From an optimization exercise on the open Yosys and OpenROAD flow, aimed at small area, a short achievable clock period and few clock cycles per item; shortcuts taken in it are not production practice. RTL that was checked went through simulation tests only; none was proved equivalent to the original.

==> try-umber <==
==> flow/design.v <==
module fp32_mul (
    input  wire        clk,
    input  wire        en,
    input  wire [31:0] a,
    input  wire [31:0] b,
    output reg  [31:0] y
);
    wire        sy = a[31] ^ b[31];
    wire [7:0]  ea = a[30:23];
    wire [7:0]  eb = b[30:23];
    wire [22:0] fa = a[22:0];
    wire [22:0] fb = b[22:0];
    wire a_ez = (ea == 8'h00);
    wire b_ez = (eb == 8'h00);
    wire a_em = (ea == 8'hFF);
    wire b_em = (eb == 8'hFF);
    wire a_fz = (fa == 23'd0);
    wire b_fz = (fb == 23'd0);
    wire a_nan  = a_em & ~a_fz;
    wire b_nan  = b_em & ~b_fz;
    wire a_inf  = a_em & a_fz;
    wire b_inf  = b_em & b_fz;
    wire a_zero = a_ez & a_fz;
    wire b_zero = b_ez & b_fz;
    wire [23:0] ma = {~a_ez, fa};
    wire [23:0] mb = {~b_ez, fb};
    function [4:0] lzc24(input [23:0] m);
        integer i;
        begin
            lzc24 = 5'd24;
            for (i = 0; i < 24; i = i + 1)
                if (m[i]) lzc24 = 5'd23 - i[4:0];
        end
    endfunction
    function [4:0] tzc24(input [23:0] m);
        integer i;
        begin
            tzc24 = 5'd24;
            for (i = 23; i >= 0; i = i - 1)
                if (m[i]) tzc24 = i[4:0];
        end
    endfunction
    wire [5:0] lzs = lzc24(ma) + lzc24(mb);
    wire [5:0] tzs = tzc24(ma) + tzc24(mb);
    wire [47:0] p;
    mul24 u_m (.a(ma), .b(mb), .p(p));
    wire signed [10:0] E0 = $signed({3'b0, ea}) + $signed({10'b0, a_ez})
                          + $signed({3'b0, eb}) + $signed({10'b0, b_ez})
                          - $signed({5'b0, lzs}) - 11'sd127;
    wire        e_pos  = ~E0[10] & (E0 != 0);
    wire        e_zero = (E0 == 0);
    wire        e_gt   = ~E0[10] & (E0 > 11'sd254);
    wire        e_eq   = (E0 == 11'sd254);
    wire [10:0] nE0 = -E0;
    wire [6:0]  rs  = (E0[10] & (nE0 > 11'd48)) ? 7'd48 : (E0[10] ? nE0[6:0] : 7'd0);
    wire [7:0]  shw = 8'd24 + {1'b0, rs} - {2'b0, lzs};
    wire [6:0]  sh  = shw[7] ? 7'd0 : shw[6:0];
    wire [7:0]  tzw = {2'b0, tzs};
    wire        st23 = (tzw + 8'd1) < {1'b0, sh};
    wire        st22 = (tzw + 8'd2) < {1'b0, sh};
    wire [1:0]  cls = (a_nan | b_nan | (a_inf & b_zero) | (b_inf & a_zero)) ? 2'd1 :
                      (a_inf | b_inf) ? 2'd2 :
                      (a_zero | b_zero | (a_ez & b_ez)) ? 2'd3 : 2'd0;
    reg [47:0] p_r;
    reg        sy_r, e_pos_r, e_zero_r, e_gt_r, e_eq_r, st23_r, st22_r;
    reg [6:0]  sh_r;
    reg [7:0]  e_r;
    reg [1:0]  cls_r;
    always @(posedge clk) if (en) begin
        p_r <= p; sy_r <= sy; e_pos_r <= e_pos; e_zero_r <= e_zero;
        e_gt_r <= e_gt; e_eq_r <= e_eq; st23_r <= st23; st22_r <= st22;
        sh_r <= sh; e_r <= E0[7:0]; cls_r <= cls;
    end
    wire [71:0] tw = {p_r, 24'd0} >> sh_r;
    wire [25:0] t  = tw[47:22];               
    wire        t47 = t[25];
    wire        normal = e_pos_r | (e_zero_r & t47);
    wire        lsh = normal & ~t47;         
    wire [24:0] m   = lsh ? t[24:0] : t[25:1];    
    wire [7:0]  ef  = normal ? (e_r + {7'd0, t47}) : 8'd0;
    wire        ovf = normal & (e_gt_r | (e_eq_r & t47));
    wire        guard = m[0];
    wire        stk   = lsh ? st22_r : st23_r;
    wire        rup   = guard & (stk | m[1]);
    wire [30:0] mag   = {ef, m[23:1]} + {30'd0, rup};
    always @* begin
        case (cls_r)
            2'd1: y = 32'h7FC00000;
            2'd2: y = {sy_r, 8'hFF, 23'd0};
            2'd3: y = {sy_r, 31'd0};
            default: y = ovf ? {sy_r, 8'hFF, 23'd0} : {sy_r, mag};
        endcase
    end
endmodule
module mul24 (
    input  wire [23:0] a,
    input  wire [23:0] b,
    output wire [47:0] p
);
    wire [26:0] bx = {2'b00, b, 1'b0};
    reg  [47:0] rows [0:12];
    reg  [11:0] neg;
    integer j;
    reg one, two;
    reg [24:0] mg;
    always @* begin
        for (j = 0; j < 12; j = j + 1) begin
            one = bx[2*j+1] ^ bx[2*j];
            two = (bx[2*j+2] & ~bx[2*j+1] & ~bx[2*j]) | (~bx[2*j+2] & bx[2*j+1] & bx[2*j]);
            neg[j] = bx[2*j+2];
            mg = ({25{one}} & {1'b0, a}) | ({25{two}} & {a, 1'b0});
            rows[j] = {22'd0, ~neg[j], mg ^ {25{neg[j]}}} << (2*j);
        end
        rows[12] = {24'd0, a & {24{bx[24]}}} << 24;
    end
    localparam [47:0] K = -(48'h2000000 * 48'h555555);
    wire [47:0] negs = {25'd0, neg[11], 1'b0, neg[10], 1'b0, neg[9], 1'b0, neg[8], 1'b0,
                        neg[7], 1'b0, neg[6], 1'b0, neg[5], 1'b0, neg[4], 1'b0, neg[3], 1'b0,
                        neg[2], 1'b0, neg[1], 1'b0, neg[0]};
    assign p = rows[0] + rows[1] + rows[2] + rows[3] + rows[4] + rows[5] + rows[6]
             + rows[7] + rows[8] + rows[9] + rows[10] + rows[11] + rows[12] + negs + K;
endmodule
module fp32_add (
    input  wire        clk,
    input  wire        en,
    input  wire [31:0] a,
    input  wire [31:0] b,
    output reg  [31:0] y
);
    wire a_em = (a[30:23] == 8'hFF);
    wire b_em = (b[30:23] == 8'hFF);
    wire a_nan = a_em & (a[22:0] != 0);
    wire b_nan = b_em & (b[22:0] != 0);
    wire a_inf = a_em & (a[22:0] == 0);
    wire b_inf = b_em & (b[22:0] == 0);
    wire        swap = b[30:0] > a[30:0];
    wire [31:0] x    = swap ? b : a;
    wire [31:0] z    = swap ? a : b;
    wire        sx = x[31];
    wire        sub = x[31] ^ z[31];
    wire [7:0]  ex = x[30:23];
    wire [7:0]  ez = z[30:23];
    wire        xn = (ex != 0);
    wire        zn = (ez != 0);
    wire [7:0]  xx = {ex[7:1], ex[0] | ~xn};
    wire [23:0] mx = {xn, x[22:0]};
    wire [23:0] mz = {zn, z[22:0]};
    wire [7:0]  d  = ex - ez - {7'd0, zn ^ xn};
    function [4:0] tzc24(input [23:0] m);
        integer i;
        begin
            tzc24 = 5'd24;
            for (i = 23; i >= 0; i = i - 1)
                if (m[i]) tzc24 = i[4:0];
        end
    endfunction
    wire [4:0]  ds  = (d > 8'd26) ? 5'd27 : d[4:0];
    wire [26:0] mzs = {mz, 3'b000} >> ds;
    wire        st  = (d > 8'd26) ? (mz != 0) : ({1'b0, tzc24(mz)} + 6'd3 < {1'b0, ds});
    wire [26:0] mza = {mzs[26:1], mzs[0] | st};
    wire [27:0] s = sub ? ({1'b0, mx, 3'b000} - {1'b0, mza})
                        : ({1'b0, mx, 3'b000} + {1'b0, mza});
    wire [1:0]  cls = (a_nan | b_nan | (a_inf & b_inf & (a[31] != b[31]))) ? 2'd1 :
                      (a_inf | b_inf) ? 2'd2 : 2'd0;
    wire        si  = a_inf ? a[31] : b[31];
    reg [27:0] s_r;
    reg [7:0]  xx_r;
    reg        sx_r, sub_r, si_r;
    reg [1:0]  cls_r;
    always @(posedge clk) if (en) begin
        s_r <= s; xx_r <= xx; sx_r <= sx; sub_r <= sub; si_r <= si; cls_r <= cls;
    end
    function [4:0] lzc27(input [26:0] v);
        integer i;
        begin
            lzc27 = 5'd27;
            for (i = 0; i < 27; i = i + 1)
                if (v[i]) lzc27 = 5'd26 - i[4:0];
        end
    endfunction
    wire [4:0]  lz  = lzc27(s_r[26:0]);
    wire [7:0]  xm1 = xx_r - 8'd1;
    wire [4:0]  ls  = ({3'b0, lz} <= xm1) ? lz : xm1[4:0];
    wire [26:0] sl  = s_r[26:0] << ls;
    wire [26:0] sn  = s_r[27] ? {s_r[27:2], s_r[1] | s_r[0]} : sl;
    wire [8:0]  en_ = s_r[27] ? ({1'b0, xx_r} + 9'd1) : ({1'b0, xx_r} - {4'd0, ls});
    wire [7:0]  ef  = sn[26] ? en_[7:0] : 8'd0;
    wire        guard = sn[2];
    wire        stk   = sn[1] | sn[0];
    wire        rup   = guard & (stk | sn[3]);
    wire [30:0] mag   = {ef, sn[25:3]} + {30'd0, rup};
    always @* begin
        if (cls_r == 2'd1)
            y = 32'h7FC00000;
        else if (cls_r == 2'd2)
            y = {si_r, 8'hFF, 23'd0};
        else if (s_r == 28'd0)
            y = {sub_r ? 1'b0 : sx_r, 31'd0};
        else if (en_ >= 9'd255)
            y = {sx_r, 8'hFF, 23'd0};
        else
            y = {sx_r, mag};
    end
endmodule
module therm_lane (
    input  wire         clk,
    input  wire         rst,
    input  wire         in_valid,
    output wire         in_ready,
    input  wire [127:0] in_a,       
    input  wire [127:0] in_c,       
    input  wire [127:0] in_theta,   
    input  wire [31:0]  in_p,       
    input  wire [31:0]  in_tref,    
    output wire         out_valid,
    input  wire         out_ready,
    output wire [127:0] out_theta,  
    output wire [31:0]  out_tj      
);
    reg  ov_r;        
    reg  ov_first;    
    wire hold   = ov_r & ~ov_first;
    reg  [2:0] cnt;   
    wire run    = ~(hold & (~out_ready | (cnt == 3'd7)));
    reg  [1:0] since7;    
    wire       issue = run & ((cnt != 3'd0) | (in_valid & (since7 != 2'd1)));
    wire [1:0] ik = cnt[2:1];
    reg  [31:0] op_x, op_y;    
    reg  [31:0] tref_r;
    reg         vm, v1, vp;    
    reg  [2:0]  sm, s1, sp;    
    always @(posedge clk) begin
        if (rst) begin
            cnt <= 3'd0;
            since7 <= 2'd2;
            vm  <= 1'b0;
            v1  <= 1'b0;
            vp  <= 1'b0;
        end else if (run) begin
            vm <= issue;
            v1 <= vm;
            vp <= v1;
            if (issue) cnt <= cnt + 3'd1;
            if (issue & (cnt == 3'd7))
                since7 <= 2'd0;
            else if (since7 != 2'd2)
                since7 <= since7 + 2'd1;
        end
        if (run) begin
            sm <= cnt;
            s1 <= sm;
            sp <= s1;
        end
        if (issue) begin
            op_x <= cnt[0] ? in_c[32*ik +: 32] : in_a[32*ik +: 32];
            op_y <= cnt[0] ? in_p              : in_theta[32*ik +: 32];
            if (cnt == 3'd0) tref_r <= in_tref;
        end
    end
    assign in_ready = (cnt == 3'd7) & ~hold;
    wire [31:0] mul_r;
    fp32_mul u_mul (.clk(clk), .en(run), .a(op_x), .b(op_y), .y(mul_r));
    reg  [31:0] p1, p2;
    always @(posedge clk)
        if (run & v1) begin
            p1 <= mul_r;
            p2 <= p1;
        end
    wire        do_th = vp & sp[0];
    reg         do_tj;
    reg  [1:0]  kj;
    reg         a2_th, a2_tj, r_th;
    reg  [1:0]  a2_k, r_k;
    reg  [31:0] r, th_hold;
    reg  [127:0] oth;
    reg  [31:0]  otj;
    wire [31:0] add_x = do_th ? p2 : ((kj == 2'd0) ? tref_r : r);
    wire [31:0] add_y = do_th ? p1 : th_hold;
    wire [31:0] add_r;
    fp32_add u_add (.clk(clk), .en(run), .a(add_x), .b(add_y), .y(add_r));
    wire complete = run & a2_tj & (a2_k == 2'd3);
    always @(posedge clk) begin
        if (rst) begin
            a2_th <= 1'b0;
            a2_tj <= 1'b0;
            r_th  <= 1'b0;
            do_tj <= 1'b0;
            ov_r  <= 1'b0;
            ov_first <= 1'b0;
        end else begin
            if (run) begin
                a2_th <= do_th;
                a2_tj <= do_tj;
                r_th  <= a2_th;
                do_tj <= r_th;
            end
            ov_r     <= complete | (ov_r & ~out_ready);
            ov_first <= complete;
        end
        if (run) begin
            a2_k <= do_th ? sp[2:1] : kj;
            r_k  <= a2_k;
            kj   <= r_k;
            r    <= add_r;
            if (r_th) th_hold <= r;
            if (a2_tj) begin
                otj <= add_r;
                oth[32*a2_k +: 32] <= th_hold;
            end
        end
    end
    assign out_valid = ov_r;
    assign out_theta = oth;
    assign out_tj    = otj;
endmodule
==> flow/run.sh <==
#!/bin/bash
# synth_recipe.tcl (not shown) runs the flow's synth.tcl, then flattens the netlist and writes it again
# the make line also repeats each setting of config.mk as NAME=value (left out here)
make -C /OpenROAD-flow-scripts/flow DESIGN_CONFIG=/design/flow/config.mk WORK_HOME=/design/flow/orfs CLKGATE_MAP_FILE= SYNTH_SCRIPT=/design/flow/synth_recipe.tcl finish
==> flow/config.mk <==
export PLATFORM = sky130hd
export DESIGN_NAME = therm_lane
export DESIGN_NICKNAME = therm_lane
export VERILOG_FILES = /design/flow/design.v
export SDC_FILE = /design/flow/constraint.sdc
export NUM_CORES = 4
export LEC_CHECK = 0
export ABC_AREA = 1
export CAP_MARGIN = 20
export CORE_MARGIN = 2
export CORE_UTILIZATION = 40
export PLACE_DENSITY = 0.6
export SLEW_MARGIN = 20
==> flow/constraint.sdc <==
create_clock -name core_clock -period 18.0 [get_ports {clk}]
set_input_delay 3.6000 -clock core_clock [delete_from_list [all_inputs] [get_ports {clk}]]
set_output_delay 3.6000 -clock core_clock [all_outputs]
set_load 0.01 [all_outputs]
==> try-fjord (differences from try-umber) <==
==> flow/design.v, changed modules only <==
module therm_lane (
    input  wire         clk,
    input  wire         rst,
    input  wire         in_valid,
    output wire         in_ready,
    input  wire [127:0] in_a,       
    input  wire [127:0] in_c,       
    input  wire [127:0] in_theta,   
    input  wire [31:0]  in_p,       
    input  wire [31:0]  in_tref,    
    output wire         out_valid,
    input  wire         out_ready,
    output wire [127:0] out_theta,  
    output wire [31:0]  out_tj      
);
    reg  ov_r;        
    reg  ov_first;    
    wire hold   = ov_r & ~ov_first;
    reg  [2:0] cnt;   
    wire run    = ~(hold & (~out_ready | (cnt == 3'd7)));
    reg  [1:0] since7;    
    wire       issue = run & ((cnt != 3'd0) | (in_valid & (since7 != 2'd1)));
    wire [1:0] ik = cnt[2:1];
    reg  [31:0] op_x, op_y;    
    reg  [31:0] tref_r;
    reg         vm, v1;        
    reg  [2:0]  sm, s1;        
    always @(posedge clk) begin
        if (rst) begin
            cnt <= 3'd0;
            since7 <= 2'd2;
            vm  <= 1'b0;
            v1  <= 1'b0;
        end else if (run) begin
            vm <= issue;
            v1 <= vm;
            if (issue) cnt <= cnt + 3'd1;
            if (issue & (cnt == 3'd7))
                since7 <= 2'd0;
            else if (since7 != 2'd2)
                since7 <= since7 + 2'd1;
        end
        if (run) begin
            sm <= cnt;
            s1 <= sm;
        end
        if (issue) begin
            op_x <= cnt[0] ? in_c[32*ik +: 32] : in_a[32*ik +: 32];
            op_y <= cnt[0] ? in_p              : in_theta[32*ik +: 32];
            if (cnt == 3'd0) tref_r <= in_tref;
        end
    end
    assign in_ready = (cnt == 3'd7) & ~hold;
    wire [31:0] mul_r;
    fp32_mul u_mul (.clk(clk), .en(run), .a(op_x), .b(op_y), .y(mul_r));
    reg  [31:0] p1;            
    always @(posedge clk)
        if (run & v1)
            p1 <= mul_r;
    wire        th_next = v1 & s1[0];    
    reg         r_th;                    
    wire        tj_next = r_th;
    reg  [1:0]  r_k;
    reg         op_th, op_tj, a2_th, a2_tj;
    reg  [1:0]  op_k, a2_k;
    reg  [31:0] ax, ay, r, th_hold;
    reg  [127:0] oth;
    reg  [31:0]  otj;
    wire [31:0] add_r;
    fp32_add u_add (.clk(clk), .en(run), .a(ax), .b(ay), .y(add_r));
    wire complete = run & a2_tj & (a2_k == 2'd3);
    always @(posedge clk) begin
        if (rst) begin
            op_th <= 1'b0;
            op_tj <= 1'b0;
            a2_th <= 1'b0;
            a2_tj <= 1'b0;
            r_th  <= 1'b0;
            ov_r  <= 1'b0;
            ov_first <= 1'b0;
        end else begin
            if (run) begin
                op_th <= th_next;
                op_tj <= tj_next;
                a2_th <= op_th;
                a2_tj <= op_tj;
                r_th  <= a2_th;
            end
            ov_r     <= complete | (ov_r & ~out_ready);
            ov_first <= complete;
        end
        if (run) begin
            op_k <= th_next ? s1[2:1] : r_k;
            a2_k <= op_k;
            r_k  <= a2_k;
            r    <= add_r;
            if (th_next) begin
                ax <= p1;
                ay <= mul_r;
            end else if (tj_next) begin
                ax <= (r_k == 2'd0) ? tref_r : add_r;
                ay <= r;
            end
            if (r_th) th_hold <= r;
            if (a2_tj) begin
                otj <= add_r;
                oth[32*a2_k +: 32] <= th_hold;
            end
        end
    end
    assign out_valid = ov_r;
    assign out_theta = oth;
    assign out_tj    = otj;
endmodule
==> flow/flow/run.sh (new file) <==
#!/bin/bash
# The standard layout, with timing repair aiming for a setup slack of
# MARGIN ns at the design's clock period, and the smallest buffer on the ports.
set -euo pipefail
MARGIN=10
bash standard.sh SETUP_SLACK_MARGIN=$MARGIN \
    "BUFFER_PORTS_ARGS=-buffer_cell sky130_fd_sc_hd__buf_1" finish > standard.log 2>&1
==> flow/standard.sh (new file) <==
#!/bin/bash
# synth_recipe.tcl (not shown) runs the flow's synth.tcl, then flattens the netlist and writes it again
# the make line also repeats each setting of config.mk as NAME=value (left out here)
make -C /OpenROAD-flow-scripts/flow DESIGN_CONFIG=/design/flow/config.mk WORK_HOME=/design/flow/orfs CLKGATE_MAP_FILE= SYNTH_SCRIPT=/design/flow/synth_recipe.tcl "${@:-finish}"
removed: flow/run.sh
==> run notes <==
try-umber completed without violations. try-fjord produced a clean layout.
Of try-fjord and try-umber, try-umber has the higher hold slack (gap 0.0071 ns).
In try-fjord the final cell count is larger than in try-umber, by 5.1%.
Against try-fjord, the non-clock buffer count of try-umber is lower by 257.
Against try-umber, the final area of try-fjord is larger by 4.0%.
Against try-fjord, the count of clock-buffer cells in the layout of try-umber is lower by 4.
Testbench counts of try-umber, summed over its fixed seeds: cycles 64,064, items 8,000.
Only the layout flow was run in try-fjord; the RTL was not checked for function there.

port drivers added, routing unchanged:
How much do the figures lean on ideal ports? The routed layouts below were timed once more, with nothing changed but the port constraints. Step 1 assumes that a clkbuf_16 drives the clock port and a buf_2 every other input. Step 2 also shifts input and output timing later by t, the mid clock arrival at the registers, as if the neighbouring blocks saw the same clock. Three values: ideal ports, drivers, drivers and shift; two values: the first two.
run | t (ns) | slack for setup (ns) | hold slack, ns | slew at the worst register clock pin (ns) | pins driven straight from the clock port
try-umber | 0.766 | 5.200 / 5.200 / 5.200 | 0.417 / 0.417 / 0.417 | 0.07 / 0.07 | 1
try-fjord | 0.738 | 8.989 / 8.989 / 8.989 | 0.410 / 0.410 / 0.410 | 0.07 / 0.07 | 1
After both steps every run listed still meets setup and hold.
